From an optimization exercise on the open Yosys and OpenROAD flow, aimed at small area; shortcuts taken in it are not production practice.
Only simulation tests tie the RTL to the original design; equivalence was not proved.
No activity file was given, so power comes from the tool's default toggle rates.

**design/flow/design.v**
```verilog
module sinc4_decim (
    input  wire        clk,
    input  wire        rst,         
    input  wire        in_valid,
    input  wire [8:0]  in_bits,
    output wire        out_valid,
    output wire [3:0]  out_lane,
    output wire [18:0] out_data
);
    reg  [69:0] ring [0:8];
    reg  [8:0]  lb;      
    reg  [3:0]  age;     
    reg  [4:0]  ql;      
    reg         xo;      
    reg  [3:0]  lane;    
    reg         clr;     
    wire        stb   = in_valid & ~rst;
    wire        pl    = ~age[3] | (age[2:1] == 2'd0);
    wire        dact  = (age == 4'd9);
    wire        xn    = pl & lb[lane];
    wire        xold  = dact & xo;
    wire        q25   = dact & (ql == 5'd0);
    wire        shift = pl & ((ql == 5'd24) | q25);
    wire [3:0]  lnext = (lane == 4'd8) ? 4'd0 : lane + 4'd1;
    wire [56:0] k;
    wire [6:0] rsel = {(q25 ? 5'd25 : ql), xold, xn};
    wire rn66, rn67, rn68, rn69, rn70, rn71, rn72, rn73;
    wire rn74, rn75, rn77, rn78, rn80, rn81, rn82, rn83;
    wire rn84, rn85, rn86, rn87, rn88, rn89, rn90, rn92;
    wire rn93, rn94, rn96, rn97, rn99, rn100, rn101, rn102;
    wire rn103, rn104, rn105, rn106, rn107, rn108, rn109, rn110;
    wire rn111, rn112, rn113, rn114, rn115, rn116, rn117, rn118;
    wire rn119, rn120, rn121, rn122, rn123, rn124, rn125, rn126;
    wire rn127, rn128, rn129, rn130, rn131, rn132, rn133, rn134;
    wire rn135, rn136, rn137, rn138, rn139, rn140, rn141, rn142;
    wire rn143, rn144, rn145, rn146, rn147, rn148, rn149, rn150;
    wire rn151, rn152, rn153, rn154, rn155, rn156, rn157, rn158;
    wire rn159, rn160, rn162, rn163, rn164, rn165, rn166, rn167;
    wire rn168, rn169, rn171, rn172, rn173, rn174, rn175, rn176;
    wire rn177, rn178, rn179, rn180, rn181, rn182, rn183, rn184;
    wire rn185, rn186, rn187, rn188, rn189, rn190, rn191, rn192;
    wire rn193, rn194, rn195, rn196, rn197, rn198, rn199, rn200;
    wire rn201, rn202, rn203, rn204, rn205, rn206, rn207, rn208;
    wire rn209, rn210, rn211, rn212, rn213, rn214, rn215, rn216;
    wire rn217, rn218, rn219, rn220, rn221, rn222, rn223, rn224;
    wire rn225, rn226, rn227, rn228, rn229, rn230, rn231, rn232;
    wire rn233, rn234, rn235, rn236, rn237, rn238, rn240, rn241;
    wire rn242, rn243, rn244, rn245, rn246, rn247, rn248, rn249;
    wire rn250, rn251, rn252, rn253, rn254, rn255, rn256, rn257;
    wire rn258, rn259, rn260, rn261, rn262, rn263, rn265, rn266;
    wire rn267, rn268, rn269, rn270, rn271, rn272, rn273, rn274;
    wire rn276, rn277, rn278, rn279, rn280, rn281, rn282, rn283;
    wire rn284, rn285, rn286, rn287, rn288, rn289, rn290, rn291;
    wire rn292, rn293, rn294, rn295, rn296, rn297, rn298, rn299;
    wire rn300, rn301, rn302, rn303, rn304, rn305, rn306, rn307;
    wire rn308, rn309, rn310, rn311, rn312, rn313, rn314, rn315;
    wire rn317, rn318, rn319, rn320, rn321, rn322, rn323, rn324;
    wire rn325, rn326, rn327, rn328, rn329, rn330, rn331, rn332;
    wire rn334, rn335, rn336, rn337, rn338, rn339, rn340, rn341;
    wire rn342, rn343, rn344, rn345, rn346, rn348, rn349, rn350;
    wire rn351, rn352, rn353, rn354, rn355, rn356, rn358, rn360;
    wire rn361, rn362, rn363, rn364, rn365, rn367, rn368, rn369;
    wire rn370, rn371, rn372, rn373, rn374, rn375, rn376, rn377;
    wire rn378, rn380, rn381, rn382, rn383, rn384, rn385, rn386;
    wire rn387, rn388, rn389, rn390, rn392, rn393, rn394, rn395;
    wire rn396, rn397, rn398, rn399, rn400, rn402, rn403, rn404;
    wire rn405, rn406, rn407, rn408, rn409, rn411, rn412, rn413;
    wire rn414, rn415, rn416, rn417, rn418, rn420, rn421, rn422;
    wire rn423, rn424, rn425, rn426, rn427, rn428, rn429, rn430;
    wire rn431, rn432, rn433, rn434, rn436, rn437, rn438, rn439;
    wire rn440, rn441, rn442, rn443, rn444, rn445, rn446, rn447;
    wire rn448, rn450, rn452, rn453, rn454, rn457, rn458, rn459;
    wire rn460, rn461, rn462, rn463, rn464, rn466, rn467, rn469;
    wire rn470, rn471, rn472, rn473, rn474, rn475, rn476, rn478;
    wire rn479, rn480, rn481, rn483, rn484, rn485, rn487, rn488;
    wire rn489, rn491, rn492, rn493, rn494, rn495, rn496, rn497;
    wire rn498, rn499, rn500, rn501, rn502, rn503, rn504, rn505;
    wire rn506, rn507, rn508, rn509, rn511, rn512, rn514, rn515;
    wire rn516, rn517, rn519, rn520, rn521, rn522, rn523, rn524;
    wire rn525, rn527, rn529, rn531, rn532, rn533, rn534, rn535;
    wire rn536, rn537, rn539, rn540, rn541, rn542, rn543, rn545;
    wire rn546, rn547, rn549, rn550, rn552, rn553, rn554, rn555;
    wire rn557, rn559, rn561, rn562, rn563, rn565, rn566, rn568;
    wire rn569, rn570, rn571, rn573, rn574, rn575, rn576, rn577;
    wire rn579, rn580, rn581, rn582, rn583, rn584, rn586, rn587;
    wire rn588, rn589, rn591, rn592, rn593, rn594, rn595, rn596;
    wire rn597, rn598, rn600, rn602;
  assign rn66 = rsel[0] & rsel[1];
  assign rn67 = rsel[0] & ~rsel[2];
  assign rn68 = ~rsel[0] & rsel[1];
  assign rn69 = rsel[2] & rn68;
  assign rn70 = ~rn67 & ~rn69;
  assign rn71 = ~rn66 & rn70;
  assign rn72 = ~rsel[3] & ~rsel[4];
  assign rn73 = rsel[5] & ~rn72;
  assign rn74 = rsel[6] & rn73;
  assign rn75 = ~rsel[3] & ~rn74;
  assign k[0] = ~rn71 & rn75;
  assign rn77 = rsel[5] & rsel[6];
  assign rn78 = rsel[4] & ~rn77;
  assign k[1] = ~rn71 & rn78;
  assign rn80 = ~rsel[0] & ~rsel[1];
  assign rn81 = ~rn66 & ~rn80;
  assign rn82 = ~rn70 & rn81;
  assign rn83 = ~rn80 & ~rn82;
  assign rn84 = ~rn74 & rn83;
  assign rn85 = ~rsel[2] & ~rsel[3];
  assign rn86 = rsel[4] & ~rn85;
  assign rn87 = ~rsel[5] & ~rsel[6];
  assign rn88 = ~rsel[2] & rn72;
  assign rn89 = ~rn87 & rn88;
  assign rn90 = ~rn86 & ~rn89;
  assign k[14] = rn84 & ~rn90;
  assign rn92 = ~rsel[5] & ~rn71;
  assign rn93 = ~k[14] & rn92;
  assign rn94 = k[14] & ~rn92;
  assign k[30] = rn93 | rn94;
  assign rn96 = k[1] & ~k[30];
  assign rn97 = ~k[1] & k[30];
  assign k[2] = rn96 | rn97;
  assign rn99 = ~rsel[4] & ~rsel[5];
  assign rn100 = ~rsel[6] & rn81;
  assign rn101 = rn72 & ~rn80;
  assign rn102 = rsel[0] & rsel[3];
  assign rn103 = ~rsel[1] & rsel[2];
  assign rn104 = rsel[1] & ~rsel[2];
  assign rn105 = ~rn103 & ~rn104;
  assign rn106 = rn102 & ~rn105;
  assign rn107 = ~rn80 & ~rn102;
  assign rn108 = rsel[0] & rsel[2];
  assign rn109 = rsel[3] & rn108;
  assign rn110 = ~rsel[3] & ~rn108;
  assign rn111 = ~rn109 & ~rn110;
  assign rn112 = rn66 & rn111;
  assign rn113 = rsel[3] & rn66;
  assign rn114 = ~rn80 & ~rn113;
  assign rn115 = rn111 & rn114;
  assign rn116 = rn71 & ~rn115;
  assign rn117 = ~rn112 & ~rn116;
  assign rn118 = rn107 & ~rn117;
  assign rn119 = rsel[3] & ~rn104;
  assign rn120 = rn82 & ~rn119;
  assign rn121 = ~rn118 & ~rn120;
  assign rn122 = ~rn106 & rn121;
  assign rn123 = ~rn99 & rn122;
  assign rn124 = rn101 & rn123;
  assign rn125 = rsel[6] & rn124;
  assign rn126 = ~rsel[3] & rn104;
  assign rn127 = ~rn119 & ~rn126;
  assign rn128 = ~rn113 & ~rn127;
  assign rn129 = ~rn106 & ~rn128;
  assign rn130 = rsel[4] & ~rn126;
  assign rn131 = ~rsel[5] & ~rn130;
  assign rn132 = ~rn129 & rn131;
  assign rn133 = ~rn122 & rn132;
  assign rn134 = rsel[4] & ~rsel[5];
  assign rn135 = rn81 & rn119;
  assign rn136 = rn134 & rn135;
  assign rn137 = rsel[4] & rsel[5];
  assign rn138 = ~rn99 & ~rn137;
  assign rn139 = ~rsel[3] & ~rn138;
  assign rn140 = rn66 & rn139;
  assign rn141 = rn99 & rn111;
  assign rn142 = rn101 & ~rn141;
  assign rn143 = ~rn140 & rn142;
  assign rn144 = ~rn136 & ~rn143;
  assign rn145 = ~rn100 & ~rn144;
  assign rn146 = rn78 & ~rn87;
  assign rn147 = ~rn145 & ~rn146;
  assign rn148 = ~rsel[1] & rn109;
  assign rn149 = ~rn118 & ~rn148;
  assign rn150 = ~rn115 & rn149;
  assign rn151 = ~rn113 & rn121;
  assign rn152 = rn150 & ~rn151;
  assign rn153 = ~rn147 & rn152;
  assign rn154 = ~rn133 & ~rn153;
  assign rn155 = ~rn125 & rn154;
  assign rn156 = rsel[5] & rn84;
  assign rn157 = rn78 & rn114;
  assign rn158 = ~rn118 & rn157;
  assign rn159 = ~rn156 & rn158;
  assign rn160 = rn156 & ~rn158;
  assign k[15] = rn159 | rn160;
  assign rn162 = ~rn72 & k[15];
  assign rn163 = rn149 & ~rn162;
  assign rn164 = ~rsel[4] & rn66;
  assign rn165 = rsel[5] & ~rsel[6];
  assign rn166 = rsel[4] & ~rn165;
  assign rn167 = ~rn164 & ~rn166;
  assign rn168 = rn73 & rn167;
  assign rn169 = ~rsel[6] & ~rn168;
  assign k[10] = ~rn163 & rn169;
  assign rn171 = rn105 & rn110;
  assign rn172 = ~rn105 & ~rn110;
  assign rn173 = ~rn171 & ~rn172;
  assign rn174 = k[10] & rn173;
  assign rn175 = rn155 & ~rn174;
  assign rn176 = ~rn80 & rn134;
  assign rn177 = rn129 & rn176;
  assign rn178 = rn175 & rn177;
  assign rn179 = rsel[6] & rn66;
  assign rn180 = ~k[14] & rn151;
  assign rn181 = rn167 & ~rn180;
  assign rn182 = rn83 & rn99;
  assign rn183 = ~rn126 & ~rn148;
  assign rn184 = ~rsel[5] & ~rn183;
  assign rn185 = rsel[5] & rn82;
  assign rn186 = ~rn184 & ~rn185;
  assign rn187 = ~rn182 & rn186;
  assign rn188 = ~rn117 & rn130;
  assign rn189 = rn187 & ~rn188;
  assign rn190 = rn176 & ~rn189;
  assign rn191 = ~rsel[3] & rsel[6];
  assign rn192 = rn190 & ~rn191;
  assign rn193 = ~rn82 & ~rn126;
  assign rn194 = rn99 & ~rn193;
  assign rn195 = ~rn192 & ~rn194;
  assign rn196 = ~rn181 & rn195;
  assign rn197 = rn179 & rn196;
  assign rn198 = ~rn178 & rn197;
  assign rn199 = ~rsel[6] & rn187;
  assign rn200 = rsel[1] & ~rn88;
  assign rn201 = ~rsel[0] & ~rn200;
  assign rn202 = ~rsel[5] & ~rn201;
  assign rn203 = ~rn165 & ~rn202;
  assign rn204 = ~rn199 & ~rn203;
  assign rn205 = ~rn198 & rn204;
  assign rn206 = ~rn103 & ~rn205;
  assign rn207 = ~rn155 & ~rn206;
  assign rn208 = rsel[5] & rn130;
  assign rn209 = rn100 & ~rn208;
  assign rn210 = ~rsel[6] & rn66;
  assign rn211 = ~rn209 & ~rn210;
  assign rn212 = ~k[1] & rn156;
  assign rn213 = ~rsel[3] & rn66;
  assign rn214 = ~rn109 & ~rn213;
  assign rn215 = rn134 & ~rn214;
  assign rn216 = ~rn212 & ~rn215;
  assign rn217 = ~rn211 & rn216;
  assign rn218 = ~rn207 & rn217;
  assign rn219 = rsel[6] & ~rn73;
  assign rn220 = rn81 & rn219;
  assign rn221 = ~rn210 & ~rn220;
  assign rn222 = ~rn218 & rn221;
  assign rn223 = ~rsel[4] & rsel[5];
  assign rn224 = rsel[3] & ~rsel[4];
  assign rn225 = rn103 & rn224;
  assign rn226 = ~rn223 & ~rn225;
  assign rn227 = ~rn222 & ~rn226;
  assign rn228 = ~rsel[6] & ~rn80;
  assign rn229 = rn99 & rn127;
  assign rn230 = rn101 & ~rn229;
  assign rn231 = ~rn228 & ~rn230;
  assign rn232 = rsel[4] & rn111;
  assign rn233 = rn84 & ~rn232;
  assign rn234 = rn231 & ~rn233;
  assign rn235 = ~rn84 & ~rn137;
  assign rn236 = ~rn231 & rn233;
  assign rn237 = ~rn235 & ~rn236;
  assign rn238 = ~rn234 & rn237;
  assign k[46] = rn227 | rn238;
  assign rn240 = ~rn100 & ~k[46];
  assign rn241 = rsel[6] & rn99;
  assign rn242 = ~rn71 & rn241;
  assign rn243 = rsel[6] & ~rn80;
  assign rn244 = ~rsel[5] & rn243;
  assign rn245 = ~k[0] & rn244;
  assign rn246 = ~rn242 & rn245;
  assign rn247 = rn240 & ~rn246;
  assign rn248 = rn99 & ~rn247;
  assign rn249 = rsel[2] & rsel[3];
  assign rn250 = rsel[5] & rn249;
  assign rn251 = rsel[0] & ~rn137;
  assign rn252 = ~rn139 & ~rn251;
  assign rn253 = ~rsel[2] & ~rn252;
  assign rn254 = ~rn250 & ~rn253;
  assign rn255 = rsel[1] & ~rn254;
  assign rn256 = ~rn135 & ~rn255;
  assign rn257 = ~rn140 & rn256;
  assign rn258 = rsel[4] & ~rsel[6];
  assign rn259 = ~rn257 & rn258;
  assign rn260 = rsel[3] & ~rn256;
  assign rn261 = ~rn100 & ~rn260;
  assign rn262 = rn134 & ~rn261;
  assign rn263 = ~k[46] & ~rn262;
  assign k[27] = ~rn208 & rn210;
  assign rn265 = k[30] & ~rn257;
  assign rn266 = rn218 & rn265;
  assign rn267 = ~rn150 & rn241;
  assign rn268 = ~rsel[6] & rn223;
  assign rn269 = rsel[6] & rn134;
  assign rn270 = ~rn119 & rn269;
  assign rn271 = ~rn268 & ~rn270;
  assign rn272 = rn83 & ~rn271;
  assign rn273 = ~rn267 & ~rn272;
  assign rn274 = ~rn259 & rn273;
  assign k[4] = rn266 | ~rn274;
  assign rn276 = ~rn190 & ~k[4];
  assign rn277 = ~k[27] & ~rn276;
  assign rn278 = rn107 & rn137;
  assign rn279 = ~rn102 & ~rn164;
  assign rn280 = ~rsel[5] & ~rn279;
  assign rn281 = ~rn278 & ~rn280;
  assign rn282 = ~rn277 & rn281;
  assign rn283 = ~rn187 & rn282;
  assign rn284 = rn122 & ~rn282;
  assign rn285 = ~rn283 & ~rn284;
  assign rn286 = rn165 & ~rn285;
  assign rn287 = rn146 & rn260;
  assign rn288 = ~rn129 & ~rn223;
  assign rn289 = ~rsel[4] & rn129;
  assign rn290 = ~rn288 & ~rn289;
  assign rn291 = ~rn222 & rn290;
  assign rn292 = ~rn287 & ~rn291;
  assign rn293 = ~rn286 & rn292;
  assign rn294 = ~rn177 & rn293;
  assign rn295 = rn224 & ~rn294;
  assign rn296 = rn72 & rn104;
  assign rn297 = rsel[6] & rn296;
  assign rn298 = ~rn124 & ~rn297;
  assign rn299 = ~rn295 & rn298;
  assign rn300 = ~rn156 & ~rn190;
  assign rn301 = rn299 & rn300;
  assign rn302 = rn208 & rn228;
  assign rn303 = ~rn189 & rn302;
  assign rn304 = rsel[2] & rn66;
  assign rn305 = rsel[4] & rn304;
  assign rn306 = rn175 & rn305;
  assign rn307 = ~rn115 & rn215;
  assign rn308 = ~rn77 & ~rn258;
  assign rn309 = rn115 & rn308;
  assign rn310 = ~rn307 & ~rn309;
  assign rn311 = ~rn181 & ~rn268;
  assign rn312 = rn296 & ~rn311;
  assign rn313 = rn310 & ~rn312;
  assign rn314 = ~rn178 & rn313;
  assign rn315 = ~rn306 & ~rn314;
  assign k[37] = rn303 | rn315;
  assign rn317 = ~rsel[1] & rsel[4];
  assign rn318 = k[37] & rn317;
  assign rn319 = rsel[1] & ~rsel[4];
  assign rn320 = ~k[37] & rn319;
  assign rn321 = ~rsel[6] & ~rn320;
  assign rn322 = ~rn318 & rn321;
  assign rn323 = ~rn301 & rn322;
  assign rn324 = ~rn238 & ~rn261;
  assign rn325 = rn238 & rn261;
  assign rn326 = ~rn324 & ~rn325;
  assign rn327 = ~rn323 & rn326;
  assign rn328 = ~rn263 & ~rn327;
  assign rn329 = rn259 & rn328;
  assign rn330 = ~rn104 & rn259;
  assign rn331 = ~rn328 & ~rn330;
  assign rn332 = ~rn329 & ~rn331;
  assign k[3] = rn248 | rn332;
  assign rn334 = ~rn202 & ~rn323;
  assign rn335 = rn66 & ~rn249;
  assign rn336 = ~rn73 & ~rn131;
  assign rn337 = ~rn165 & rn336;
  assign rn338 = ~rn70 & rn337;
  assign rn339 = ~rn272 & ~rn338;
  assign rn340 = ~rn323 & ~rn339;
  assign rn341 = rn134 & ~rn151;
  assign rn342 = ~rn340 & rn341;
  assign rn343 = rn131 & rn273;
  assign rn344 = ~rn208 & ~rn343;
  assign rn345 = ~rn240 & ~rn344;
  assign rn346 = ~rn145 & ~rn345;
  assign k[24] = rn342 | ~rn346;
  assign rn348 = rn335 & k[24];
  assign rn349 = rn87 & rn117;
  assign rn350 = ~rn246 & ~rn349;
  assign rn351 = rn99 & ~rn350;
  assign rn352 = ~rsel[6] & ~rn99;
  assign rn353 = ~rn122 & rn352;
  assign rn354 = ~rn351 & ~rn353;
  assign rn355 = ~rn207 & ~rn354;
  assign rn356 = ~rn348 & rn355;
  assign k[38] = rn133 | ~rn294;
  assign rn358 = ~rn202 & ~k[38];
  assign k[42] = ~rn73 & rn179;
  assign rn360 = rn314 & ~k[42];
  assign rn361 = ~rn306 & ~rn360;
  assign rn362 = ~rn358 & ~rn361;
  assign rn363 = ~rn202 & rn361;
  assign rn364 = ~rn362 & ~rn363;
  assign rn365 = ~rn356 & rn364;
  assign k[5] = ~rn334 & ~rn365;
  assign rn367 = ~rn244 & ~rn302;
  assign rn368 = rn66 & ~rn367;
  assign rn369 = ~rn209 & ~rn368;
  assign rn370 = ~rn178 & rn337;
  assign rn371 = k[38] & rn370;
  assign rn372 = ~rn117 & ~rn371;
  assign rn373 = ~rn271 & ~rn372;
  assign rn374 = rsel[6] & ~rn72;
  assign rn375 = ~rn356 & ~rn374;
  assign rn376 = rn282 & ~rn311;
  assign rn377 = ~rn375 & ~rn376;
  assign rn378 = rn282 & rn375;
  assign k[8] = ~rn377 & ~rn378;
  assign rn380 = rn337 & k[8];
  assign rn381 = ~rn373 & ~rn380;
  assign rn382 = ~rn242 & rn381;
  assign rn383 = ~rn241 & rn296;
  assign rn384 = ~rn231 & ~rn383;
  assign rn385 = ~rn329 & rn384;
  assign rn386 = rn382 & rn385;
  assign rn387 = ~k[42] & ~rn386;
  assign rn388 = rn111 & ~rn387;
  assign rn389 = rn243 & rn336;
  assign rn390 = ~rn388 & rn389;
  assign k[26] = ~rn369 & ~rn390;
  assign rn392 = ~rn193 & rn270;
  assign rn393 = ~rn156 & ~rn392;
  assign rn394 = ~rn329 & ~rn393;
  assign rn395 = rn227 & ~rn394;
  assign rn396 = ~rn227 & rn394;
  assign rn397 = ~rn395 & ~rn396;
  assign rn398 = ~k[26] & ~rn397;
  assign rn399 = rsel[4] & ~rn175;
  assign rn400 = ~rn248 & ~rn399;
  assign k[31] = rn398 | ~rn400;
  assign rn402 = ~rsel[6] & k[31];
  assign rn403 = ~rn152 & ~k[15];
  assign rn404 = rn87 & ~rn403;
  assign rn405 = ~rn99 & ~rn404;
  assign rn406 = ~k[8] & ~rn405;
  assign rn407 = ~rn392 & ~rn406;
  assign rn408 = ~rn402 & rn407;
  assign rn409 = ~rsel[5] & ~rn386;
  assign k[13] = rn84 & rn111;
  assign rn411 = k[37] & k[13];
  assign rn412 = ~rn409 & rn411;
  assign rn413 = ~k[37] & ~k[13];
  assign rn414 = ~rn386 & rn413;
  assign rn415 = ~rn412 & ~rn414;
  assign rn416 = ~rn408 & rn415;
  assign rn417 = ~rn151 & rn223;
  assign rn418 = ~rsel[6] & rn417;
  assign k[6] = rn416 | rn418;
  assign rn420 = rn130 & rn310;
  assign rn421 = ~rn408 & rn420;
  assign rn422 = ~rn88 & rn323;
  assign rn423 = ~rn421 & rn422;
  assign rn424 = rn303 & ~rn423;
  assign rn425 = ~rn223 & ~rn282;
  assign rn426 = rn118 & ~rn425;
  assign rn427 = rn122 & ~k[27];
  assign rn428 = rn202 & ~rn427;
  assign rn429 = rn111 & ~rn428;
  assign rn430 = rn291 & rn429;
  assign rn431 = ~rn291 & rn428;
  assign rn432 = ~rn207 & ~rn431;
  assign rn433 = ~rn430 & rn432;
  assign rn434 = ~rn304 & ~rn433;
  assign k[35] = rn426 | rn434;
  assign rn436 = ~rn303 & ~k[35];
  assign rn437 = rn423 & rn436;
  assign rn438 = ~rn424 & ~rn437;
  assign rn439 = rn155 & rn438;
  assign rn440 = ~rn66 & rn439;
  assign rn441 = ~rsel[6] & k[6];
  assign rn442 = ~rn440 & rn441;
  assign rn443 = ~rn241 & ~rn352;
  assign rn444 = ~rn71 & ~rn443;
  assign rn445 = ~k[4] & rn444;
  assign rn446 = rn99 & rn384;
  assign rn447 = k[4] & rn446;
  assign rn448 = ~rn445 & ~rn447;
  assign k[7] = rn442 | ~rn448;
  assign rn450 = ~rn173 & rn217;
  assign k[9] = rn423 | rn450;
  assign rn452 = ~rn134 & ~rn296;
  assign rn453 = rn210 & ~rn452;
  assign rn454 = rn218 & rn248;
  assign k[11] = rn453 | rn454;
  assign k[12] = rn87 & rn164;
  assign rn457 = k[30] & ~rn229;
  assign rn458 = ~rn178 & rn457;
  assign rn459 = ~rn356 & ~rn458;
  assign rn460 = rn390 & rn459;
  assign rn461 = rsel[6] & ~rn417;
  assign rn462 = rn189 & ~rn418;
  assign rn463 = ~rn461 & rn462;
  assign rn464 = ~rn231 & ~rn463;
  assign k[16] = rn460 | rn464;
  assign rn466 = k[1] & rn156;
  assign rn467 = rsel[5] & ~rn85;
  assign k[55] = k[42] & rn467;
  assign rn469 = rn350 & ~k[55];
  assign rn470 = ~rn466 & rn469;
  assign rn471 = rn299 & rn470;
  assign rn472 = rn438 & rn471;
  assign rn473 = rn348 & ~rn472;
  assign rn474 = rn117 & rn268;
  assign rn475 = ~rn383 & ~rn474;
  assign rn476 = ~rn205 & rn475;
  assign k[17] = rn473 | ~rn476;
  assign rn478 = rn87 & rn232;
  assign rn479 = ~rn150 & rn478;
  assign rn480 = ~rn472 & ~rn479;
  assign rn481 = rn472 & rn479;
  assign k[18] = rn480 | rn481;
  assign rn483 = ~rn217 & ~rn392;
  assign rn484 = ~rn66 & ~rn178;
  assign rn485 = ~rn483 & ~rn484;
  assign k[19] = ~rn439 | rn485;
  assign rn487 = rsel[3] & ~rsel[5];
  assign rn488 = rn179 & rn487;
  assign rn489 = ~rn338 & ~rn488;
  assign k[20] = rn356 | ~rn489;
  assign rn491 = ~rn123 & ~rn229;
  assign rn492 = k[2] & ~rn117;
  assign rn493 = ~k[2] & rn156;
  assign rn494 = ~rn244 & ~rn493;
  assign rn495 = ~rn492 & rn494;
  assign rn496 = ~rn491 & ~rn495;
  assign rn497 = rn196 & ~rn202;
  assign rn498 = ~rn415 & rn497;
  assign rn499 = ~rn117 & ~rn337;
  assign rn500 = ~rn145 & ~rn499;
  assign rn501 = k[3] & ~rn500;
  assign rn502 = rn208 & rn501;
  assign rn503 = rsel[6] & rn144;
  assign rn504 = ~rn417 & ~rn503;
  assign rn505 = ~rn304 & ~rn504;
  assign rn506 = rn130 & ~rn505;
  assign rn507 = ~rn130 & rn505;
  assign rn508 = ~rn506 & ~rn507;
  assign rn509 = ~rn502 & ~rn508;
  assign k[23] = ~rn498 & rn509;
  assign rn511 = ~rsel[6] & rn285;
  assign rn512 = k[23] & rn511;
  assign k[21] = rn496 | rn512;
  assign rn514 = rsel[6] & ~rn459;
  assign rn515 = rn459 & rn474;
  assign rn516 = ~rn124 & ~rn515;
  assign rn517 = ~rn514 & rn516;
  assign k[22] = rn421 | ~rn517;
  assign rn519 = ~rn261 & rn390;
  assign rn520 = rn66 & rn374;
  assign rn521 = ~rn390 & rn520;
  assign rn522 = ~rsel[6] & ~rn131;
  assign rn523 = rn66 & ~rn522;
  assign rn524 = rn367 & ~rn523;
  assign rn525 = ~rn521 & ~rn524;
  assign k[25] = ~rn519 & rn525;
  assign rn527 = rsel[3] & ~rn77;
  assign k[28] = ~rn71 & rn527;
  assign rn529 = ~rn267 & ~rn404;
  assign k[32] = ~rn397 | ~rn529;
  assign rn531 = rsel[5] & rn222;
  assign rn532 = ~rn100 & ~rn223;
  assign rn533 = ~rn531 & ~rn532;
  assign rn534 = rn416 & ~rn533;
  assign rn535 = rsel[6] & ~rn216;
  assign rn536 = ~rn194 & ~rn535;
  assign rn537 = ~rn218 & rn536;
  assign k[33] = rn534 | ~rn537;
  assign rn539 = rn151 & ~k[4];
  assign rn540 = ~rn223 & ~rn539;
  assign rn541 = rn223 & rn539;
  assign rn542 = ~rn540 & ~rn541;
  assign rn543 = rn415 & rn542;
  assign k[34] = ~rn196 | rn543;
  assign rn545 = ~rn141 & rn311;
  assign rn546 = ~rn257 & ~rn545;
  assign rn547 = ~rn479 & ~rn546;
  assign k[36] = rn371 | ~rn547;
  assign rn549 = ~rn134 & rn335;
  assign rn550 = rn311 & rn549;
  assign k[39] = ~rn387 & ~rn550;
  assign rn552 = ~rn383 & ~rn386;
  assign rn553 = ~rn156 & ~rn533;
  assign rn554 = rn552 & ~rn553;
  assign rn555 = ~rn533 & ~rn552;
  assign k[40] = rn554 | rn555;
  assign rn557 = ~rsel[5] & ~rn552;
  assign k[41] = ~rn221 & ~rn557;
  assign rn559 = rn301 & ~rn487;
  assign k[43] = ~rn111 & ~rn559;
  assign rn561 = ~k[1] & ~rn296;
  assign rn562 = ~rn156 & rn561;
  assign rn563 = ~rn383 & ~rn466;
  assign k[45] = ~rn562 & rn563;
  assign rn565 = rn129 & rn302;
  assign rn566 = ~rn124 & ~rn565;
  assign k[47] = ~rn382 | ~rn566;
  assign rn568 = ~rn249 & rn402;
  assign rn569 = rn87 & ~rn215;
  assign rn570 = ~rn501 & ~rn569;
  assign rn571 = ~rn498 & rn570;
  assign k[48] = ~rn568 & rn571;
  assign rn573 = k[2] & k[46];
  assign rn574 = ~rn398 & ~rn573;
  assign rn575 = rsel[6] & ~rn574;
  assign rn576 = ~rn104 & rn303;
  assign rn577 = rn299 & ~rn576;
  assign k[49] = rn575 | ~rn577;
  assign rn579 = ~rn84 & rn231;
  assign rn580 = ~rn122 & rn467;
  assign rn581 = rn85 & rn137;
  assign rn582 = ~rsel[6] & ~rn581;
  assign rn583 = ~rn580 & rn582;
  assign rn584 = ~rn579 & ~rn583;
  assign k[50] = rn381 & rn584;
  assign rn586 = rn340 & rn459;
  assign rn587 = rn137 & ~rn293;
  assign rn588 = rn241 & ~rn256;
  assign rn589 = ~rn587 & ~rn588;
  assign k[51] = rn586 | ~rn589;
  assign rn591 = rsel[6] & ~rn335;
  assign rn592 = rn196 & ~rn591;
  assign rn593 = ~rn202 & ~k[28];
  assign rn594 = ~rn87 & ~rn593;
  assign rn595 = ~rn592 & rn594;
  assign rn596 = ~rn390 & ~rn595;
  assign rn597 = ~rn135 & rn595;
  assign rn598 = rn390 & rn597;
  assign k[52] = ~rn596 & ~rn598;
  assign rn600 = rn99 & rn197;
  assign k[53] = rn390 | rn600;
  assign rn602 = rn134 & rn179;
  assign k[54] = rn125 | rn602;
  assign k[56] = 1'b0;
  assign k[29] = k[1];
  assign k[44] = k[14];
    wire [69:0] head = ring[8];
    wire [18:0] r0, r1;
    wire [17:0] r2;
    wire [14:0] r3;
    rca #(19, 13) a0 (.a(head[18:0]),  .b(k[12:0]),  .s(r0));
    rca #(19, 15) a1 (.a(head[37:19]), .b(k[27:13]), .s(r1));
    rca #(18, 15) a2 (.a(head[55:38]), .b(k[42:28]), .s(r2));
    rca #(15, 14) a3 (.a({1'b0, head[69:56]}), .b(k[56:43]), .s(r3));
    localparam [69:0] T0 = {14'd0, 18'd2300, 19'd10400, 19'd2925};
    wire [69:0] upd = clr ? (T0 & {70{xn}}) :
                      shift ? {14'd0, 3'd0, r3, 1'b0, r2, r1} : {r3[13:0], r2, r1, r0};
    integer i;
    always @(posedge clk) begin
        ring[0] <= upd;
        for (i = 1; i < 9; i = i + 1)
            ring[i] <= ring[i-1];
    end
    always @(posedge clk) begin
        if (rst) begin
            age  <= 4'd15;
            ql   <= 5'd24;
            lane <= 4'd0;
            clr  <= 1'b1;
        end else begin
            lane <= lnext;
            if (lane == 4'd8)
                clr <= 1'b0;
            if (stb) begin
                age <= (age == 4'd7) ? 4'd9 : 4'd0;
                ql  <= (ql == 5'd24) ? 5'd0 : ql + 5'd1;
            end else if (age == 4'd9) begin
                age <= 4'd1;
            end else if (age == 4'd8) begin
                age <= 4'd15;
            end else if (age != 4'd15) begin
                age <= age + 4'd1;
            end
        end
        if (stb) begin
            lb <= in_bits;
            xo <= lb[lnext];
        end
    end
    assign out_valid = shift;
    assign out_lane  = lane;
    assign out_data  = r0;
endmodule
module rca #(parameter W = 8, parameter WB = 8) (
    input  wire [W-1:0]  a,
    input  wire [WB-1:0] b,
    output wire [W-1:0]  s
);
    wire [W:0] c;
    assign c[0] = 1'b0;
    genvar i;
    generate
        for (i = 0; i < W; i = i + 1) begin : g
            if (i < WB) begin : f
                assign s[i]   = a[i] ^ b[i] ^ c[i];
                assign c[i+1] = (a[i] & b[i]) | (c[i] & (a[i] ^ b[i]));
            end else begin : h
                assign s[i]   = a[i] ^ c[i];
                assign c[i+1] = a[i] & c[i];
            end
        end
    endgenerate
endmodule
```
**design/flow/flow/run.sh**
```bash
#!/bin/bash
# Own layout flow: the standard synthesis, then the combinational logic between the
# registers re-mapped by ABC for area (the registers, their names and cell types are kept),
# then the standard layout from floorplan on, with the ports buffered by buf_1.
# Each tool writes its full output to a log file in this folder.
set -euo pipefail
W=$(pwd)
F=$W/flow
P=$FLOW_HOME/platforms/$FLOW_PLATFORM
LIB=$P/lib/sky130_fd_sc_hd__tt_025C_1v80.lib
R=$W/orfs/results/$FLOW_PLATFORM/sinc4_decim/base
YOSYS=$(command -v yosys || echo $FLOW_HOME/../tools/install/yosys/bin/yosys)

# 1. standard synthesis
bash standard.sh synth > $W/flow_1_synth.log 2>&1

# 2. re-map the logic between the registers
cp $R/1_2_yosys.v $W/synth_standard.v
python3 $F/lib2v.py $LIB > $W/cells_func.v
DU=$(sed -n '/DONT_USE_CELLS/,/^#/p' $P/config.mk | grep -o 'sky130_fd_sc_hd__[A-Za-z0-9_]*' | sed 's/^/-dont_use /' | tr '\n' ' ')
cat > $W/remap.ys <<EOS

read_verilog $W/cells_func.v
read_verilog $W/synth_standard.v
hierarchy -top $FLOW_TOP
flatten
read_liberty -lib $LIB
rename -hide w:* i:* %d o:* %d
opt_clean -purge
techmap
opt -fast
abc -liberty $LIB $DU -script $F/remap.abc
opt_clean -purge
setundef -zero
hilomap -singleton -hicell sky130_fd_sc_hd__conb_1 HI -locell sky130_fd_sc_hd__conb_1 LO
splitnets
opt_clean -purge
check -assert -mapped
tee -o $W/remap_stat.txt stat -liberty $LIB
write_verilog -noattr -nohex -nodec $W/synth_remapped.v
EOS
$YOSYS -l $W/flow_2_remap.log -q -s $W/remap.ys
cp $W/synth_remapped.v $R/1_2_yosys.v
rm -f $R/1_synth.odb $R/1_synth.sdc

# 3. standard layout from the re-mapped netlist
bash standard.sh "BUFFER_PORTS_ARGS=-buffer_cell sky130_fd_sc_hd__buf_1" "CTS_ARGS=-sink_clustering_enable -repair_clock_nets -sink_clustering_size 20 -sink_clustering_max_diameter 60 -buf_list sky130_fd_sc_hd__clkbuf_8 -dont_use_dummy_load" finish > $W/flow_3_layout.log 2>&1
test -s $W/out/final.def
```
**design/flow/flow/lib2v.py**
```python
#!/usr/bin/env python3
# Writes Verilog models of a liberty file's cells: combinational cells as their function
# attributes, the others (flip-flops, latches, cells without a function) as black boxes.
import re, sys
txt = open(sys.argv[1]).read()
out = []
for m in re.finditer(r'\n\s*cell\s*\(\s*"?(\w+)"?\s*\)\s*\{', txt):
    name = m.group(1)
    start = m.end()
    nxt = re.search(r'\n\s*cell\s*\(', txt[start:])
    body = txt[start:start + nxt.start()] if nxt else txt[start:]
    seq = re.search(r'\b(ff|latch|statetable)\s*\(', body) is not None
    pins = re.findall(r'\bpin\s*\(\s*"?(\w+)"?\s*\)\s*\{(.*?)\n\s{8}\}', body, re.S)
    ins, outs, ok = [], [], True
    for pn, pb in pins:
        d = re.search(r'direction\s*:\s*"?(\w+)"?', pb)
        if not d:
            continue
        if d.group(1) == 'input':
            ins.append(pn)
        elif d.group(1) in ('output', 'inout'):
            f = re.search(r'\bfunction\s*:\s*"([^"]*)"', pb)
            if not f or re.search(r'three_state', pb):
                ok = False
            outs.append((pn, f.group(1) if f else None))
    if not outs:
        continue
    ports = ", ".join(["input " + p for p in ins] + ["output " + p for p, _ in outs])
    if seq or not ok:
        out.append("(* blackbox *)\nmodule %s(%s);\nendmodule" % (name, ports))
        continue
    out.append("module %s(%s);" % (name, ports))
    for p, f in outs:
        out.append("  assign %s = %s;" % (p, f.replace('!', '~')))
    out.append("endmodule")
print("\n".join(out))
```
**design/flow/flow/remap.abc**
```
strash
&get -n
&st
&dch
&nf -R 50
&put
```
**design/flow/standard.sh**
```bash
#!/bin/bash
# synth_recipe.tcl (not shown) runs the flow's synth.tcl, then flattens the netlist and writes it again
# the make line also repeats each setting of config.mk as NAME=value (left out here)
make -C /OpenROAD-flow-scripts/flow DESIGN_CONFIG=/design/flow/config.mk WORK_HOME=/design/flow/orfs CLKGATE_MAP_FILE= SYNTH_SCRIPT=/design/flow/synth_recipe.tcl "${@:-finish}"
```
**design/flow/config.mk**
```make
export PLATFORM = sky130hd
export DESIGN_NAME = sinc4_decim
export DESIGN_NICKNAME = sinc4_decim
export VERILOG_FILES = /design/flow/design.v
export SDC_FILE = /design/flow/constraint.sdc
export NUM_CORES = 4
export LEC_CHECK = 0
export ABC_AREA = 1
export CAP_MARGIN = 20
export CORE_MARGIN = 2
export CORE_UTILIZATION = 70
export CTS_BUF_LIST = sky130_fd_sc_hd__clkbuf_8
export CTS_CLUSTER_DIAMETER = 60
export CTS_CLUSTER_SIZE = 20
export GPL_TIMING_DRIVEN = 1
export SLEW_MARGIN = 20
export SYNTH_HIERARCHICAL = 1
export SYNTH_MEMORY_MAX_BITS = 16384
```
**design/flow/constraint.sdc**
```tcl
create_clock -name core_clock -period 20.0 [get_ports {clk}]
set_input_delay 4.0000 -clock core_clock [delete_from_list [all_inputs] [get_ports {clk}]]
set_output_delay 4.0000 -clock core_clock [all_outputs]
set_load 0.01 [all_outputs]
```
==> implementation parameters <==
Parameter                              Value

Power
  Pint    approximately 1.6 mW
  Cell area power density    approximately 110 nW/um^2
  Flop pwr share    0.630
  Leakage dissipation    between 7 and 8 nW
  Switching power total    roughly 0.58 mW
  Sw frac    0.265
  Maximum VDD drop    between 100 and 150 uV
  Clock network fraction of design power    0.246
  Share of total power in combinational logic    0.123

CTS
  H-tree lvl count    2
  Cell at the root of the clock tree    sky130_fd_sc_hd__clkbuf_8
  TritonCTS clock tree    yes
  TritonCTS Sinks    654
  Buffers from clock root to sink, at most    3
  Clock-pin slew on the worst setup and hold paths    roughly 0.12 ns
  Worst-Skew Late Latency    ~0.6 ns
  Number of buffers created by CTS    40
  Number of buffers inserted for hold repair after clock tree synthesis    0

Worst setup path
  Data arrival time of the critical path    around 15 ns
  CP max stage cell    sky130_fd_sc_hd__a221oi_2
  Type of origin of the critical path    flop
  Sort of element at the end of the critical path    output pin
  Category of the critical setup timing path    reg -> out
  Stage delay of the slowest cell on the critical path    0.45 ns
  Required time worst endpoint    approximately 16 ns
  Dominant cell type by count on the critical path    sky130_fd_sc_hd__nor2_1
  Critical path peak fanout    7

Flow run
  Max-cap violations    0

Run status
  Outcome  no timing/DRC/antenna violations

Timing
  Max-slew violations    0
  Final Cycle Share    0.955
  Worst slew margin relative to its limit    0.228
  Final Hold Slack    0.267 ns
  Transition time at the pin with the least slew margin    between 1 and 1.5 ns
  Min Clock Period, post-route    between 15 and 20 ns
  Maximum clock frequency    ~52 MHz
  Final worst clock skew    0.0623 ns
  Total negative setup slack    0 ns
  Hold Violations, Final    0
  Count of endpoints failing setup in the final report    0
  RSZ-0062 raised after global routing    no

Floorplan
  Number of rows in the core area    58
  Area of the die    approximately 27000 sq um
  Width of the chip    between 150 and 200 um
  Core Region    ~25000 sq um
  IO Pins    36
  Starting density of the core    0.712
  Die Y-Extent    approximately 160 um

Global route
  Global-route wire length before repair    around 70000 um
  Largest net degree at the start of global routing    32
  Initial antenna violation count    0
  Via count of the first global-routing pass    between 10000 and 15000
  Aggregate global routing overflow    0
  Total GRT Usage    0.357

Drt
  Number of remaining DRC errors    0
  Routed wire length    ~47000 um
  Total vias in the final route    between 10000 and 15000
  Number of vias per cell after detailed routing    6.06
  WL per Instance    between 20 and 30 um
  Detailed Routing Iterations Pass 1    5
  Final ANT Viol Nets    0
  Iter 0 DRT Violations    between 1000 and 1500

Layout
  Fraction of final layout cells sized beyond drive strength 1    0.0483
  Signed area change from the synthesized netlist to the final layout    7.41%
  Diodes inserted    0
  Post-layout net count    1567
  Filler Cells Inserted    between 1000 and 1500

Placement
  RePlAce Congestion    between 1 and 1.5
  Sum of net half-perimeters after detailed placement    33600 um
  Count of port buffers added during placement    35

Synth
  Syn Area/Cell    12.3 sq um
  Nets in the synthesized netlist    roughly 1500
  Post-Syn Instances    between 1000 and 1500
  Total standard cell area after synthesis    around 18000 sq um
  YS warnings    8

Worst hold path
  Type of the worst min-delay path    reg -> reg
worst max-delay path, delay by kind of cell, from the launching register on:
family	cells	cell delay, ns
AND/OR/NAND/NOR	27	4.76
AO/OA/AOI/OAI	21	4.68
adder cells (fa/ha/maj)	6	2.55
multiplexers	3	0.99
buffers and inverters	5	0.77
flip-flops	1	0.41
XOR/XNOR	2	0.37
worst paths after layout:
| kind | end | slack, ns | from | cells past startpoint |
|---|---|---|---|---|
| min | ring[1][21] | 0.27 | ring[0][21] | 0 |
| max | out_data[18] | 0.90 | age[1] | 64 |
| min reg2reg | ring[1][21] | 0.27 | ring[0][21] | 0 |
| max reg2reg | ring[0][16] | 3.37 | age[1] | 66 |
flip-flops by register name, summed over array words and instances (netlist names):
signal,flops
ring,630
ql,5
age,4
clr,1
xo,1
lane,4
lb,9
routing by layer:
layer / wire, um / GRT usage
met2: 21800 / 0.582
met5: 0 / 0
met3: 4020 / 0.0760
met1: 18500 / 0.451
met4: 2970 / 0.185
stage by stage:
stage / cell area [sq um] / total power [mW] / utilization / cells / setup WS [ns]
finish: 19200 / 2.19 / 0.765 / 1883 / 0.897
global route: 19200 / 2.25 / 0.765 / 1883 / 0.0528
CTS: 19100 / 2.17 / 0.763 / 1882 / 0.0704
detailed placement: 18600 / 1.65 / 0.741 / 1842 / 0.805
global placement: 18600 / 1.65 / 0.741 / 1842 / 1.22
floorplan: 17900 / 1.54 / - / 1454 / 3.00
power by group through the flow:
stage,clock [mW],combinational [mW],sequential [mW]
2_1_floorplan,0,0.146,1.40
4_1_cts,0.539,0.248,1.38
3_3_place_gp,0,0.243,1.40
3_5_place_dp,0,0.245,1.41
6_report,0.539,0.269,1.38
5_1_grt,0.586,0.276,1.38
repair_timing:
item | in CTS | in global routing
setup endpoints to repair | 0 | 9
setup buffers | 0 | 0
resized for setup | 0 | 12
layout make-up:
| type | count | area [sq um] | share of cell area |
|---|---|---|---|
| repair buffers | 59 | 309 | 0.0161 |
| well taps | 330 | 413 | 0.0215 |
| flip-flops and latches | 654 | 13200 | 0.687 |
| inverters | 17 | 63.8 | 0.00332 |
| clock buffers | 40 | 551 | 0.0287 |
| multi-input cells | 783 | 4670 | 0.243 |
placed cells by master, fill, tap and decap left out, types with 17 or more instances in the layout:
master	count
sky130_fd_sc_hd__dfxtp_1	643
sky130_fd_sc_hd__nor2_1	145
sky130_fd_sc_hd__nand2_1	134
sky130_fd_sc_hd__xnor2_1	68
sky130_fd_sc_hd__o21ai_0	66
sky130_fd_sc_hd__a21oi_1	51
sky130_fd_sc_hd__xor2_1	51
sky130_fd_sc_hd__clkbuf_8	40
sky130_fd_sc_hd__maj3_1	37
sky130_fd_sc_hd__buf_1	35
sky130_fd_sc_hd__nand3_1	25
sky130_fd_sc_hd__nor3_1	24
sky130_fd_sc_hd__buf_4	23
sky130_fd_sc_hd__o22ai_1	20
sky130_fd_sc_hd__clkinv_1	17

-- what the ideal ports hide --
How much do the figures lean on ideal ports? The routed layout below was timed once more, with nothing changed but the port constraints.
Step 1, drivers: a clkbuf_16 drives clk and a buf_2 each remaining input, both assumed.
Step 2 moves the port delays by t, midway between the first and last clock arrival at a register: inputs arrive t later, outputs are due t later. That takes back most of the time a late clock gives input paths.
Three values: ideal, step 1, step 2; two values: the first two.
shift t [ns]: 0.604
slack for setup (ns): 0.897 / 0.851 / 1.455
hold slack, ns: 0.267 / 0.267 / 0.267
worst slew at a driven data input, ns: 0.05
After both steps setup and hold are still met in this run. For this run, drivers alone change the setup slack by -0.046 ns; drivers and shift together by +0.558 ns.
